Background: an optimization exercise with open tools, aiming at small area, a short achievable clock period and few clock cycles per item. Do not read the settings as production practice.
The RTL was checked by simulation tests, not by an equivalence proof against the original design.

==> build 19 <==
Design sha2_digest, start of the top module:
module sha2_digest (
  input  wire         clk,
  input  wire         rst,         
  input  wire         start,       
  input  wire [1:0]   alg,         
  input  wire [47:0]  msg_len,     
  input  wire         in_valid,
  input  wire [63:0]  in_data,     
  output wire         in_ready,
  output wire         done,
  output wire [511:0] digest       
);
  localparam [1:0] ALG_384 = 2'd0, ALG_256 = 2'd1, ALG_512 = 2'd2, ALG_512_256 = 2'd3;
  localparam [1:0] S_FILL1 = 2'd0, S_FILL2 = 2'd1, S_ROUND = 2'd2, S_UPDATE = 2'd3;
  function automatic [63:0] krom (input [6:0] j);
    reg [63:0] k;
    begin
      case (j)
      7'd1: k = 64'h428a2f98d728ae22;
      7'd2: k = 64'h7137449123ef65cd;
      7'd3: k = 64'hb5c0fbcfec4d3b2f;
      7'd4: k = 64'he9b5dba58189dbbc;
      7'd5: k = 64'h3956c25bf348b538;
      7'd6: k = 64'h59f111f1b605d019;
      7'd7: k = 64'h923f82a4af194f9b;
      7'd8: k = 64'hab1c5ed5da6d8118;
      7'd9: k = 64'hd807aa98a3030242;
      7'd10: k = 64'h12835b0145706fbe;
      7'd11: k = 64'h243185be4ee4b28c;
      7'd12: k = 64'h550c7dc3d5ffb4e2;
      7'd13: k = 64'h72be5d74f27b896f;
      7'd14: k = 64'h80deb1fe3b1696b1;
      7'd15: k = 64'h9bdc06a725c71235;
      7'd16: k = 64'hc19bf174cf692694;
      7'd17: k = 64'he49b69c19ef14ad2;
      7'd18: k = 64'hefbe4786384f25e3;
      7'd19: k = 64'h0fc19dc68b8cd5b5;
      7'd20: k = 64'h240ca1cc77ac9c65;
      7'd21: k = 64'h2de92c6f592b0275;
      7'd22: k = 64'h4a7484aa6ea6e483;
      7'd23: k = 64'h5cb0a9dcbd41fbd4;
      7'd24: k = 64'h76f988da831153b5;
      7'd25: k = 64'h983e5152ee66dfab;
      7'd26: k = 64'ha831c66d2db43210;
      7'd27: k = 64'hb00327c898fb213f;
      7'd28: k = 64'hbf597fc7beef0ee4;
      7'd29: k = 64'hc6e00bf33da88fc2;
      7'd30: k = 64'hd5a79147930aa725;
      7'd31: k = 64'h06ca6351e003826f;
      7'd32: k = 64'h142929670a0e6e70;
      7'd33: k = 64'h27b70a8546d22ffc;
      7'd34: k = 64'h2e1b21385c26c926;
      7'd35: k = 64'h4d2c6dfc5ac42aed;
      7'd36: k = 64'h53380d139d95b3df;
      7'd37: k = 64'h650a73548baf63de;
      7'd38: k = 64'h766a0abb3c77b2a8;
  ...
==> flow/config.mk <==
export PLATFORM = sky130hd
export DESIGN_NAME = sha2_digest
export DESIGN_NICKNAME = sha2_digest
export VERILOG_FILES = /design/flow/design.v
export SDC_FILE = /design/flow/constraint.sdc
export NUM_CORES = 4
export LEC_CHECK = 0
export CAP_MARGIN = 20
export CORE_MARGIN = 2
export CORE_UTILIZATION = 30
export PLACE_DENSITY = 0.35
export SLEW_MARGIN = 20
export SYNTH_MEMORY_MAX_BITS = 8192
==> flow/constraint.sdc <==
create_clock -name core_clock -period 10.0 [get_ports {clk}]
set_input_delay 2.0000 -clock core_clock [delete_from_list [all_inputs] [get_ports {clk}]]
set_output_delay 2.0000 -clock core_clock [all_outputs]
set_load 0.01 [all_outputs]
run.sh (not shown) runs the stock make flow with config.mk's settings and CLKGATE_MAP_FILE= SYNTH_SCRIPT=/design/flow/synth_recipe.tcl, a recipe that flattens the netlist after the stock synthesis.
==> build 27: changes against build 19 <==
--- a/flow/design.v
+++ b/flow/design.v
@@ -7,15 +7,15 @@
   input  wire         in_valid,
   input  wire [63:0]  in_data,     
   output wire         in_ready,
   output wire         done,
   output wire [511:0] digest       
 );
   localparam [1:0] ALG_384 = 2'd0, ALG_256 = 2'd1, ALG_512 = 2'd2, ALG_512_256 = 2'd3;
-  localparam [1:0] S_FILL1 = 2'd0, S_FILL2 = 2'd1, S_ROUND = 2'd2, S_UPDATE = 2'd3;
+  localparam [1:0] S_FILL = 2'd0, S_ROUND = 2'd2, S_UPDATE = 2'd3;
   function automatic [63:0] krom (input [6:0] j);
     reg [63:0] k;
     begin
       case (j)
       7'd1: k = 64'h428a2f98d728ae22;
       7'd2: k = 64'h7137449123ef65cd;
       7'd3: k = 64'hb5c0fbcfec4d3b2f;
@@ -103,14 +103,32 @@
   endfunction
   function automatic [63:0] rotr64 (input [63:0] x, input integer n);
     rotr64 = (x >> n) | (x << (64 - n));
   endfunction
   function automatic [31:0] rotr32 (input [31:0] x, input integer n);
     rotr32 = (x >> n) | (x << (32 - n));
   endfunction
+  function automatic [63:0] ks_add (input [63:0] x, input [63:0] y);
+    reg [63:0] gg, pp, p0;
+    integer k, b;
+    begin
+      gg = x & y;
+      pp = x ^ y;
+      p0 = pp;
+      for (k = 1; k < 64; k = k * 2)
+        for (b = 63; b >= k; b = b - 1) begin
+          gg[b] = gg[b] | (pp[b] & gg[b-k]);
+          pp[b] = pp[b] & pp[b-k];
+        end
+      ks_add = p0 ^ {gg[62:0], 1'b0};
+    end
+  endfunction
+  function automatic [127:0] csa (input [63:0] x, input [63:0] y, input [63:0] z);
+    csa = {((x & y) | (x & z) | (y & z)) << 1, x ^ y ^ z};
+  endfunction
   function automatic [63:0] bswap64 (input [63:0] x);
     integer i;
     begin
       for (i = 0; i < 8; i = i + 1)
         bswap64[8*i +: 8] = x[8*(7-i) +: 8];
     end
   endfunction
@@ -154,35 +172,38 @@
         {ALG_512_256, 3'd7}: iv = 64'h0eb72ddc81c52ca2;
         default: iv = 64'h0;
       endcase
     end
   endfunction
   reg        act;           
   reg        done_q;
+  reg        o_lo, o_256, o_45, o_67;    
   reg [1:0]  state;
   reg [1:0]  alg_q;
   reg        m256;          
   reg [47:0] len_q;
   reg [44:0] rem;           
+  reg        full_word;     
   reg        padded;        
   reg        lenok;         
+  reg        first;         
   reg        fin;           
   reg [3:0]  pos;           
   reg [6:0]  j;             
   reg [63:0] a, b, c, d, e, f, g, h;
   reg [63:0] hk;            
+  reg [63:0] kv;            
   reg [63:0] wn;            
   reg [63:0] win [0:14];    
   reg [63:0] hs [0:7];      
   wire last_rnd  = m256 ? (j == 7'd65) : (j == 7'd81);
   wire loadw     = (state != S_ROUND) || !last_rnd;
   wire j_lo      = (j < 7'd16);
   wire from_strm = m256 ? (!j[0] && (j_lo || j == 7'd64)) : (j_lo || j == 7'd80);
   wire from_stsh = m256 && j[0] && j_lo;
-  wire full_word = (rem != 45'd0);
   wire tail_pend = (len_q[2:0] != 3'd0) && !padded;
   wire need_data = full_word || tail_pend;
   wire pos_first = m256 ? (pos[2:0] == 3'd0) : (pos == 4'd0);
   wire pos_last  = m256 ? (pos[2:0] == 3'd7) : (pos == 4'd15);
   wire pos_room  = m256 ? (pos[2:0] <= 3'd6) : (pos <= 4'd13);
   wire put_80    = !full_word && !padded;       
   wire put_len   = !need_data && padded && lenok && pos_last;
@@ -210,132 +231,135 @@
   wire adv     = act && (!(strm && need_data) || in_valid);
   wire [63:0] s0_512 = rotr64(win[13], 1) ^ rotr64(win[13], 8) ^ (win[13] >> 7);
   wire [63:0] s1_512 = rotr64(win[0], 19) ^ rotr64(win[0], 61) ^ (win[0] >> 6);
   wire [31:0] s0_256 = rotr32(win[13][31:0], 7) ^ rotr32(win[13][31:0], 18) ^ (win[13][31:0] >> 3);
   wire [31:0] s1_256 = rotr32(win[0][31:0], 17) ^ rotr32(win[0][31:0], 19) ^ (win[0][31:0] >> 10);
   wire [63:0] s0w = {s0_512[63:32], m256 ? s0_256 : s0_512[31:0]};
   wire [63:0] s1w = {s1_512[63:32], m256 ? s1_256 : s1_512[31:0]};
-  wire [63:0] sched = s1w + win[5] + s0w + win[14];
+  wire [127:0] cw1 = csa(win[5], win[14], s0w);
+  wire [127:0] cw2 = csa(cw1[63:0], cw1[127:64], s1w);
+  wire [63:0] sched = ks_add(cw2[63:0], cw2[127:64]);
   wire [63:0] S0_512 = rotr64(a, 28) ^ rotr64(a, 34) ^ rotr64(a, 39);
   wire [63:0] S1_512 = rotr64(e, 14) ^ rotr64(e, 18) ^ rotr64(e, 41);
   wire [31:0] S0_256 = rotr32(a[31:0], 2) ^ rotr32(a[31:0], 13) ^ rotr32(a[31:0], 22);
   wire [31:0] S1_256 = rotr32(e[31:0], 6) ^ rotr32(e[31:0], 11) ^ rotr32(e[31:0], 25);
   wire [63:0] S0  = {S0_512[63:32], m256 ? S0_256 : S0_512[31:0]};
   wire [63:0] S1  = {S1_512[63:32], m256 ? S1_256 : S1_512[31:0]};
   wire [63:0] ch  = (e & f) ^ (~e & g);
   wire [63:0] maj = (a & b) ^ (a & c) ^ (b & c);
-  wire [63:0] new_a = hk + S1 + ch + S0 + maj;
-  wire [63:0] new_e = hk + S1 + ch + d;
-  wire [63:0] kr  = krom(j);
-  wire [63:0] kv  = {kr[63:32], m256 ? kr[63:32] : kr[31:0]};
-  wire [63:0] hsrc = (state == S_ROUND) ? g : (state == S_UPDATE) ? hs[6] : h;
+  wire [127:0] cs1 = csa(hk, ch, maj);
+  wire [127:0] cs2 = csa(cs1[63:0], cs1[127:64], S0);
+  wire [127:0] cs3 = csa(cs2[63:0], cs2[127:64], S1);
+  wire [63:0] new_a = ks_add(cs3[63:0], cs3[127:64]);
+  wire [127:0] cs4 = csa(d, hk, ch);
+  wire [127:0] cs5 = csa(cs4[63:0], cs4[127:64], S1);
+  wire [63:0] new_e = ks_add(cs5[63:0], cs5[127:64]);
+  wire [6:0]  jn  = (state == S_ROUND && last_rnd) ? 7'd1 : j + 7'd1;
+  wire [63:0] kr  = krom(jn);
+  wire [63:0] hsrc = (state == S_ROUND) ? g : hs[6];
   wire [63:0] hk_next = hsrc + kv + wn;
   reg [63:0] wn_next;
   always @(*) begin
     if (from_strm)
       wn_next = m256 ? {msg_word[31:0], msg_word[63:32]} : msg_word;
     else if (from_stsh)
       wn_next = {wn[63:32], wn[63:32]};
     else
       wn_next = sched;
   end
   wire hupd = (state == S_UPDATE) ||
               ((state == S_ROUND) && (m256 ? (j >= 7'd63) : (j >= 7'd79)));
-  wire [63:0] sum_a = hs[3] + a;
-  wire [63:0] sum_e = hs[7] + e;
+  wire [63:0] sum_a = hs[3] + (first ? 64'd0 : a);
+  wire [63:0] sum_e = hs[7] + (first ? 64'd0 : e);
   integer i;
   always @(posedge clk) begin
     if (rst) begin
       act    <= 1'b0;
       done_q <= 1'b0;
+      o_lo <= 1'b0; o_256 <= 1'b0; o_45 <= 1'b0; o_67 <= 1'b0;
     end else if (start) begin
       act    <= 1'b1;
       done_q <= 1'b0;
-      state  <= S_FILL1;
+      o_lo <= 1'b0; o_256 <= 1'b0; o_45 <= 1'b0; o_67 <= 1'b0;
+      state  <= S_FILL;
+      first  <= 1'b1;
       alg_q  <= alg;
       m256   <= (alg == ALG_256);
       len_q  <= msg_len;
       rem    <= msg_len[47:3];
+      full_word <= (msg_len[47:3] != 45'd0);
       padded <= 1'b0;
       lenok  <= 1'b0;
       fin    <= 1'b0;
       pos    <= 4'd0;
       j      <= 7'd0;
-      for (i = 0; i < 8; i = i + 1)
-        hs[i] <= iv(alg, i[2:0]);
-      a <= iv(alg, 3'd0); b <= iv(alg, 3'd1); c <= iv(alg, 3'd2); d <= iv(alg, 3'd3);
-      e <= iv(alg, 3'd4); f <= iv(alg, 3'd5); g <= iv(alg, 3'd6); h <= iv(alg, 3'd7);
+      hs[3] <= iv(alg, 3'd0); hs[0] <= iv(alg, 3'd1); hs[1] <= iv(alg, 3'd2); hs[2] <= iv(alg, 3'd3);
+      hs[7] <= iv(alg, 3'd4); hs[4] <= iv(alg, 3'd5); hs[5] <= iv(alg, 3'd6); hs[6] <= iv(alg, 3'd7);
     end else if (adv) begin
       if (loadw && from_strm) begin
         pos <= pos + 4'd1;
-        if (full_word)
+        if (full_word) begin
           rem <= rem - 45'd1;
+          full_word <= (rem != 45'd1);
+        end
         if (put_80) begin
           padded <= 1'b1;
           if (pos_room)
             lenok <= 1'b1;
         end
         if (pos_first && padded)
           lenok <= 1'b1;
         if (put_len)
           fin <= 1'b1;
       end
+      hk <= hk_next;
       if (loadw) begin
         wn     <= wn_next;
         win[0] <= wn;
         for (i = 1; i < 15; i = i + 1)
           win[i] <= win[i-1];
       end
-      hk <= hk_next;
-      if (state == S_ROUND && last_rnd)
-        j <= 7'd1;
-      else
-        j <= j + 7'd1;
+      j  <= jn;
+      kv <= {kr[63:32], m256 ? kr[63:32] : kr[31:0]};
       if (hupd) begin
         hs[0] <= sum_a; hs[1] <= hs[0]; hs[2] <= hs[1]; hs[3] <= hs[2];
         hs[4] <= sum_e; hs[5] <= hs[4]; hs[6] <= hs[5]; hs[7] <= hs[6];
       end
       case (state)
-        S_FILL1: state <= S_FILL2;
-        S_FILL2: state <= S_ROUND;
+        S_FILL: state <= S_UPDATE;
         S_ROUND: begin
           a <= new_a; b <= a; c <= b; d <= c;
           e <= new_e; f <= e; g <= f; h <= g;
           if (last_rnd)
             state <= S_UPDATE;
         end
         default: begin  
           a <= sum_a; b <= hs[0]; c <= hs[1]; d <= hs[2];
           e <= sum_e; f <= hs[4]; g <= hs[5]; h <= hs[6];
           state <= S_ROUND;
+          first <= 1'b0;
           if (fin) begin
             act    <= 1'b0;
             done_q <= 1'b1;
+            o_lo   <= !m256;
+            o_256  <= m256;
+            o_45   <= (alg_q == ALG_384) || (alg_q == ALG_512);
+            o_67   <= (alg_q == ALG_512);
           end
         end
       endcase
     end
   end
   reg [511:0] result;
   integer n;
   always @(*) begin
-    result = 512'h0;
-    if (done_q) begin
-      case (alg_q)
-        ALG_256:
-          for (n = 0; n < 8; n = n + 1)
-            result[32*n +: 32] = bswap32(hs[n][31:0]);
-        ALG_384:
-          for (n = 0; n < 6; n = n + 1)
-            result[64*n +: 64] = bswap64(hs[n]);
-        ALG_512:
-          for (n = 0; n < 8; n = n + 1)
-            result[64*n +: 64] = bswap64(hs[n]);
-        default:
-          for (n = 0; n < 4; n = n + 1)
-            result[64*n +: 64] = bswap64(hs[n]);
-      endcase
-    end
+    for (n = 0; n < 4; n = n + 1)
+      result[64*n +: 64] = ({64{o_lo}} & bswap64(hs[n]))
+                         | ({64{o_256}} & {bswap32(hs[2*n+1][31:0]), bswap32(hs[2*n][31:0])});
+    for (n = 4; n < 6; n = n + 1)
+      result[64*n +: 64] = {64{o_45}} & bswap64(hs[n]);
+    for (n = 6; n < 8; n = n + 1)
+      result[64*n +: 64] = {64{o_67}} & bswap64(hs[n]);
   end
   assign done   = done_q;
   assign digest = result;
 endmodule
==> flow/flow/run.sh (new file) <==
#!/bin/bash
set -euo pipefail
bash standard.sh "BUFFER_PORTS_ARGS=-buffer_cell sky130_fd_sc_hd__buf_1" finish > standard_flow.log 2>&1
==> flow/standard.sh (new file) <==
#!/bin/bash
# synth_recipe.tcl (not shown) runs the flow's synth.tcl, then flattens the netlist and writes it again
# the make line also repeats each setting of config.mk as NAME=value (left out here)
make -C /OpenROAD-flow-scripts/flow DESIGN_CONFIG=/design/flow/config.mk WORK_HOME=/design/flow/orfs CLKGATE_MAP_FILE= SYNTH_SCRIPT=/design/flow/synth_recipe.tcl "${@:-finish}"
Settings changed: CAP_MARGIN 20 to 30, CORE_UTILIZATION 30 to 45, PLACE_DENSITY 0.35 to 0.55, SETUP_SLACK_MARGIN set to 5, SLEW_MARGIN 20 to 30.
removed: flow/run.sh
==> notes <==
- Between build 27 and build 19, the lower die area is in build 27 (gap about 34%, measured against build 19).
- Against build 19, the non-clock buffer count of build 27 is higher by 383.
- In build 19 the sequential share of layout area is higher than in build 27, by 0.98 points.
- In build 19 the critical path depth is higher than in build 27, by 6.
- Of build 27 and build 19, build 27 has the higher global-route usage (gap 11 points).
==> figures <==
quantity                                                   build 19        build 27
Outcome                                              finished clean  finished clean
Area share of and/or/nand/nor cells after synthesis           10.1%           9.80%
Number of global-route vias before repair                    107928          105567
Post-DP HPWL                                              649000 um       544000 um
Worst-case setup slack after placement                     0.577 ns         2.79 ns
Post-Synth XOR/XNOR Area                                      7.33%           7.08%
Height of the die                                            679 um          551 um
Initial antenna violation count                                 142              96
Non-Clock Buffer Count                                         1057            1440
Testbench counts of build 19, summed over its fixed seeds: cycles 89,946, bytes 107,673.
Testbench counts of build 27, summed over its fixed seeds: cycles 89,946, bytes 107,673.

[re-timing with driven ports]
The flow's constraints put no driver on any port. The routed layouts listed below were extracted and timed again, unchanged, in two steps. Step 1 sets driving cells, clkbuf_16 on the clock port and buf_2 on the other inputs (assumed; they add their load-dependent delay and slew). Step 2 moves the port delays by t, midway between the first and last clock arrival at a register: inputs arrive t later, outputs are due t later. That takes back most of the time a late clock gives input paths. Three values: ideal ports, drivers, drivers and shift; two values: the first two.
run | t, ns | slack for setup (ns) | worst setup path at the end | worst slew at a driven data input, ns | pins driven straight from the clock port
build 19 | 1.086 | 0.457 / 0.457 / 0.457 | register to register | 0.16 | 1
build 27 | 1.050 | 4.251 / 4.251 / 4.251 | register to register | 0.05 | 1
After both steps every run listed still meets setup and hold.
